From an optimization exercise on the open Yosys and OpenROAD flow, aimed at small area, a short achievable clock period and few clock cycles per item; shortcuts taken in it are not production practice. At most, simulation tests tie the RTL to the original design; equivalence was not proved.

==> flow/design.v <==
module flow_hash (
    input  wire         clk,
    input  wire         rst,
    input  wire         req_valid,
    output wire         req_ready,
    input  wire [319:0] req_key,
    input  wire [5:0]   req_len,
    input  wire [127:0] req_seed,
    input  wire [23:0]  req_nbuckets,
    output wire         resp_valid,
    input  wire         resp_ready,
    output wire [63:0]  resp_hash,
    output wire [23:0]  resp_bucket1,
    output wire [23:0]  resp_bucket2
);
    function [63:0] rotl(input [63:0] x, input integer b);
        rotl = (x << b) | (x >> (64 - b));
    endfunction
    function [63:0] add64(input [63:0] a, input [63:0] b);
        reg [63:0] g, p, gn, pn;
        integer i, l;
        begin
            g = a & b;
            p = a ^ b;
            for (l = 0; l < 6; l = l + 1) begin
                gn = g;
                pn = p;
                for (i = 0; i < 64; i = i + 1)
                    if ((i >> l) & 1) begin
                        gn[i] = g[i] | (p[i] & g[((i >> l) << l) - 1]);
                        pn[i] = p[i] & p[((i >> l) << l) - 1];
                    end
                g = gn;
                p = pn;
            end
            add64 = a ^ b ^ {g[62:0], 1'b0};
        end
    endfunction
    wire [2:0] last_blk = req_len[5:3];
    function [63:0] msg_word(input [2:0] j, input [319:0] k, input [5:0] l);
        integer b;
        reg [63:0] w;
        begin
            case (j)
                3'd0: w = k[63:0];
                3'd1: w = k[127:64];
                3'd2: w = k[191:128];
                3'd3: w = k[255:192];
                3'd4: w = k[319:256];
                default: w = 64'd0;
            endcase
            if (j == l[5:3]) begin
                for (b = 0; b < 7; b = b + 1)
                    if (b >= l[2:0]) w[8*b +: 8] = 8'd0;
                w[63:56] = {2'b00, l};
            end
            msg_word = w;
        end
    endfunction
    reg         busy;        
    reg  [2:0]  blk;         
    reg         second;      
    reg         fin;         
    reg  [1:0]  fcnt;        
    reg  [63:0] v0, v1, v2, v3;
    wire [63:0] m_cur  = msg_word(blk, req_key, req_len);
    wire [63:0] m_next = msg_word((busy && !fin) ? blk + 3'd1 : 3'd0, req_key, req_len);
    wire [63:0] a0 = add64(v0, v1);
    wire [63:0] b1 = rotl(v1, 13) ^ a0;
    wire [63:0] a2 = add64(v2, v3);
    wire [63:0] b3 = rotl(v3, 16) ^ a2;
    wire [63:0] c0 = add64(rotl(a0, 32), b3);       
    wire [63:0] c3 = rotl(b3, 21) ^ c0;             
    wire [63:0] c2 = add64(a2, b1);
    wire [63:0] c1 = rotl(b1, 17) ^ c2;             
    wire [63:0] n2 = rotl(c2, 32);                  
    wire [63:0] hash = c2 ^ n2 ^ rotl(b1, 17) ^ rotl(b3, 21);
    wire blk_end  = busy && !fin && second;
    wire last_end = blk_end && (blk == last_blk);
    wire take_rnd = busy && fin && (fcnt == 2'd2);    
    wire last_rnd = busy && fin && (fcnt == 2'd3);    
    wire load     = !busy || last_rnd;                
    reg  [63:0] hash_r;
    reg  [23:0] nb;
    reg  [23:0] rem_lo, rem_hi;
    reg  [4:0]  dcnt;        
    reg         rvalid;
    reg         pend;        
    reg         pend2;       
    wire slot_free = (dcnt == 5'd0) && !rvalid && !pend && !pend2;
    assign req_ready = take_rnd && slot_free;
    wire take = req_ready && req_valid;
    wire        sk22 = |nb[23:22];
    wire        sk18 = |nb[23:18];
    wire        sk12 = |nb[23:12];
    wire        sk6  = |nb[23:6];
    reg  [23:0] below;
    integer q;
    always @(*) begin
        below[23] = 1'b0;
        for (q = 22; q >= 0; q = q - 1)
            below[q] = below[q+1] | nb[q+1];
    end
    wire        pow2  = ~|(nb & below);
    wire [4:0]  steps = pow2 ? 5'd0 : sk22 ? 5'd5 : sk18 ? 5'd7 : sk12 ? 5'd10 : sk6 ? 5'd13 : 5'd16;
    function [23:0] rem_init(input [31:0] x, input p2, input [23:0] msk,
                             input s22, input s18, input s12, input s6);
        rem_init = p2  ? x[23:0] & msk :
                   s22 ? {2'b0, x[31:10]} : s18 ? {6'b0, x[31:14]} :
                   s12 ? {12'b0, x[31:20]} : s6 ? {18'b0, x[31:26]} : 24'd0;
    endfunction
    function [1:0] dig_init(input [31:0] x, input s22, input s18, input s12, input s6);
        dig_init = s22 ? x[9:8] : s18 ? x[13:12] : s12 ? x[19:18] : s6 ? x[25:24] : x[31:30];
    endfunction
    wire [4:0] to_take = {1'b0, last_blk, 1'b0} + 5'd5;
    wire [4:0] dwait   = last_rnd ? steps + 5'd3 : pend2 ? steps + 5'd2 : (dcnt != 5'd0 || rvalid) ? dcnt + 5'd1 : 5'd0;
    wire       start   = load && req_valid && (dwait <= to_take);
    always @(posedge clk) begin
        if (rst) begin
            busy <= 1'b0;
        end else if (load) begin
            busy   <= start;
            blk    <= 3'd0;
            second <= 1'b0;
            fin    <= 1'b0;
            fcnt   <= 2'd0;
        end else begin
            second <= ~second;
            if (fin)
                fcnt <= fcnt + 2'd1;
            if (blk_end) begin
                blk <= blk + 3'd1;
                if (last_end)
                    fin <= 1'b1;
            end
            if (take_rnd && !slot_free)
                busy <= 1'b0;
        end
    end
    always @(posedge clk) begin
        if (load) begin
            v0 <= req_seed[63:0]   ^ 64'h736F6D6570736575;
            v1 <= req_seed[127:64] ^ 64'h646F72616E646F6D;
            v2 <= req_seed[63:0]   ^ 64'h6C7967656E657261;
            v3 <= req_seed[127:64] ^ 64'h7465646279746573 ^ m_next;
        end else begin
            v0 <= c0 ^ (blk_end ? m_cur : 64'd0);
            v1 <= c1;
            v2 <= n2 ^ (last_end ? 64'hFF : 64'd0);
            v3 <= c3 ^ ((blk_end && !last_end) ? m_next : 64'd0);
        end
    end
    function [23:0] div_step(input [23:0] r, input [1:0] d, input [23:0] n);
        reg [24:0] t;
        reg [25:0] s;
        integer k;
        begin
            for (k = 1; k >= 0; k = k - 1) begin
                t = {r, d[k]};
                s = {1'b0, t} - {2'b00, n};
                r = s[25] ? t[23:0] : s[23:0];
            end
            div_step = r;
        end
    endfunction
    reg  [1:0] dig_lo, dig_hi;
    reg  [1:0] ndig_lo, ndig_hi;
    integer j;
    always @(*) begin
        ndig_lo = 2'd0;
        ndig_hi = 2'd0;
        for (j = 2; j <= 16; j = j + 1)
            if (dcnt == j[4:0]) begin
                ndig_lo = hash_r[2*j-3 -: 2];
                ndig_hi = hash_r[32+2*j-3 -: 2];
            end
    end
    always @(posedge clk) begin
        if (take)
            nb <= req_nbuckets;
        if (pend)
            hash_r <= hash;
        if (pend2) begin
            rem_lo <= rem_init(hash_r[31:0],  pow2, below, sk22, sk18, sk12, sk6);
            rem_hi <= rem_init(hash_r[63:32], pow2, below, sk22, sk18, sk12, sk6);
            dig_lo <= dig_init(hash_r[31:0],  sk22, sk18, sk12, sk6);
            dig_hi <= dig_init(hash_r[63:32], sk22, sk18, sk12, sk6);
        end else if (dcnt != 5'd0) begin
            rem_lo <= div_step(rem_lo, dig_lo, nb);
            rem_hi <= div_step(rem_hi, dig_hi, nb);
            dig_lo <= ndig_lo;
            dig_hi <= ndig_hi;
        end
    end
    always @(posedge clk) begin
        if (rst) begin
            pend   <= 1'b0;
            pend2  <= 1'b0;
            dcnt   <= 5'd0;
            rvalid <= 1'b0;
        end else begin
            pend  <= take;
            pend2 <= pend;
            if (pend2) begin
                dcnt   <= steps;
                rvalid <= pow2;
            end else if (dcnt != 5'd0) begin
                dcnt <= dcnt - 5'd1;
                if (dcnt == 5'd1)
                    rvalid <= 1'b1;
            end else if (rvalid && resp_ready) begin
                rvalid <= 1'b0;
            end
        end
    end
    assign resp_valid   = rvalid;
    assign resp_hash    = hash_r;
    assign resp_bucket1 = rem_lo;
    assign resp_bucket2 = (rem_hi == rem_lo) ? (rem_lo ^ 24'd1) : rem_hi;
endmodule
Settings: LEC_CHECK=0, ABC_AREA=1, CAP_MARGIN=20, CORE_MARGIN=2, CORE_UTILIZATION=40, SLEW_MARGIN=20; clock period 12.0 ns.
standard.sh (not shown) runs the stock make flow with config.mk's settings and CLKGATE_MAP_FILE= SYNTH_SCRIPT=/design/flow/synth_recipe.tcl, a recipe that flattens the netlist after the stock synthesis.
==> flow/flow/run.sh <==
#!/bin/bash
# The standard layout, with every port buffered by a plain buf_1 instead of
# the delay buffer that buffer_ports picks by default, and timing repair
# aiming for 6 ns of setup slack. Each ORFS step keeps its own log under
# orfs/logs; make's own output goes to standard.log.
set -euo pipefail
export BUFFER_PORTS_ARGS="-buffer_cell sky130_fd_sc_hd__buf_1"
bash standard.sh SETUP_SLACK_MARGIN=6 finish > standard.log 2>&1
The starting point finished with timing, DRC and antenna clean.
Then changed:
--- a/flow/design.v
+++ b/flow/design.v
@@ -84,12 +84,11 @@
     reg  [23:0] nb;
     reg  [23:0] rem_lo, rem_hi;
     reg  [4:0]  dcnt;        
     reg         rvalid;
     reg         pend;        
-    reg         pend2;       
-    wire slot_free = (dcnt == 5'd0) && !rvalid && !pend && !pend2;
+    wire slot_free = (dcnt == 5'd0) && !rvalid && !pend;
     assign req_ready = take_rnd && slot_free;
     wire take = req_ready && req_valid;
     wire        sk22 = |nb[23:22];
     wire        sk18 = |nb[23:18];
     wire        sk12 = |nb[23:12];
@@ -111,11 +110,11 @@
     endfunction
     function [1:0] dig_init(input [31:0] x, input s22, input s18, input s12, input s6);
         dig_init = s22 ? x[9:8] : s18 ? x[13:12] : s12 ? x[19:18] : s6 ? x[25:24] : x[31:30];
     endfunction
     wire [4:0] to_take = {1'b0, last_blk, 1'b0} + 5'd5;
-    wire [4:0] dwait   = last_rnd ? steps + 5'd3 : pend2 ? steps + 5'd2 : (dcnt != 5'd0 || rvalid) ? dcnt + 5'd1 : 5'd0;
+    wire [4:0] dwait   = last_rnd ? steps + 5'd2 : (dcnt != 5'd0 || rvalid) ? dcnt + 5'd1 : 5'd0;
     wire       start   = load && req_valid && (dwait <= to_take);
     always @(posedge clk) begin
         if (rst) begin
             busy <= 1'b0;
         end else if (load) begin
@@ -176,34 +175,31 @@
             end
     end
     always @(posedge clk) begin
         if (take)
             nb <= req_nbuckets;
-        if (pend)
+        if (pend) begin
             hash_r <= hash;
-        if (pend2) begin
-            rem_lo <= rem_init(hash_r[31:0],  pow2, below, sk22, sk18, sk12, sk6);
-            rem_hi <= rem_init(hash_r[63:32], pow2, below, sk22, sk18, sk12, sk6);
-            dig_lo <= dig_init(hash_r[31:0],  sk22, sk18, sk12, sk6);
-            dig_hi <= dig_init(hash_r[63:32], sk22, sk18, sk12, sk6);
+            rem_lo <= rem_init(hash[31:0],  pow2, below, sk22, sk18, sk12, sk6);
+            rem_hi <= rem_init(hash[63:32], pow2, below, sk22, sk18, sk12, sk6);
+            dig_lo <= dig_init(hash[31:0],  sk22, sk18, sk12, sk6);
+            dig_hi <= dig_init(hash[63:32], sk22, sk18, sk12, sk6);
         end else if (dcnt != 5'd0) begin
             rem_lo <= div_step(rem_lo, dig_lo, nb);
             rem_hi <= div_step(rem_hi, dig_hi, nb);
             dig_lo <= ndig_lo;
             dig_hi <= ndig_hi;
         end
     end
     always @(posedge clk) begin
         if (rst) begin
             pend   <= 1'b0;
-            pend2  <= 1'b0;
             dcnt   <= 5'd0;
             rvalid <= 1'b0;
         end else begin
-            pend  <= take;
-            pend2 <= pend;
-            if (pend2) begin
+            pend <= take;
+            if (pend) begin
                 dcnt   <= steps;
                 rvalid <= pow2;
             end else if (dcnt != 5'd0) begin
                 dcnt <= dcnt - 5'd1;
                 if (dcnt == 5'd1)
Outcome: The new run went through all stages and came out clean; final cell count decreases by 3.4%; non-clock buffer count rose by 95; maximum frequency falls by 1.3%; worst hold slack is better by 0.048 ns; global-route usage came out higher by 0.39 points; via count fell by 2.6%; utilization rose by 2.9 points; area after synthesis shrinks by 2.8%; die area went down by 2.8%; routed wire length shrinks by 2.6%; cell area goes up by 2.9%.
Testbench counts after the change, summed over its fixed seeds: cycles 36,872, items 3,200.
Only the layout flow was run in the first run of this note; the RTL was not checked for function there.

static timing again, ports no longer ideal:
In the flow no input, the clock included, has a driving cell. The finished layouts below were timed again as built, in two steps.
Step 1, drivers: a clkbuf_16 drives clk and a buf_2 each remaining input, both assumed.
Step 2, shift: input delay + t, output delay - t, t = (earliest + latest rising clock arrival at the registers) / 2. This alone moves slack from input paths to output paths.
Slacks: ideal / step 1 / step 2; pairs: ideal / step 1.
| run | t (ns) | setup WS [ns] | worst hold slack (ns) |
|---|---|---|---|
| the first run | 0.764 | 5.998 / 5.998 / 5.361 | 0.529 / 0.529 / 0.529 |
| the second run | 0.773 | 5.921 / 5.952 / 5.207 | 0.578 / 0.578 / 0.578 |
After both steps every run listed still meets setup and hold. For the second run, which loses most, drivers alone change the setup slack by +0.031 ns; drivers and shift together by -0.714 ns.
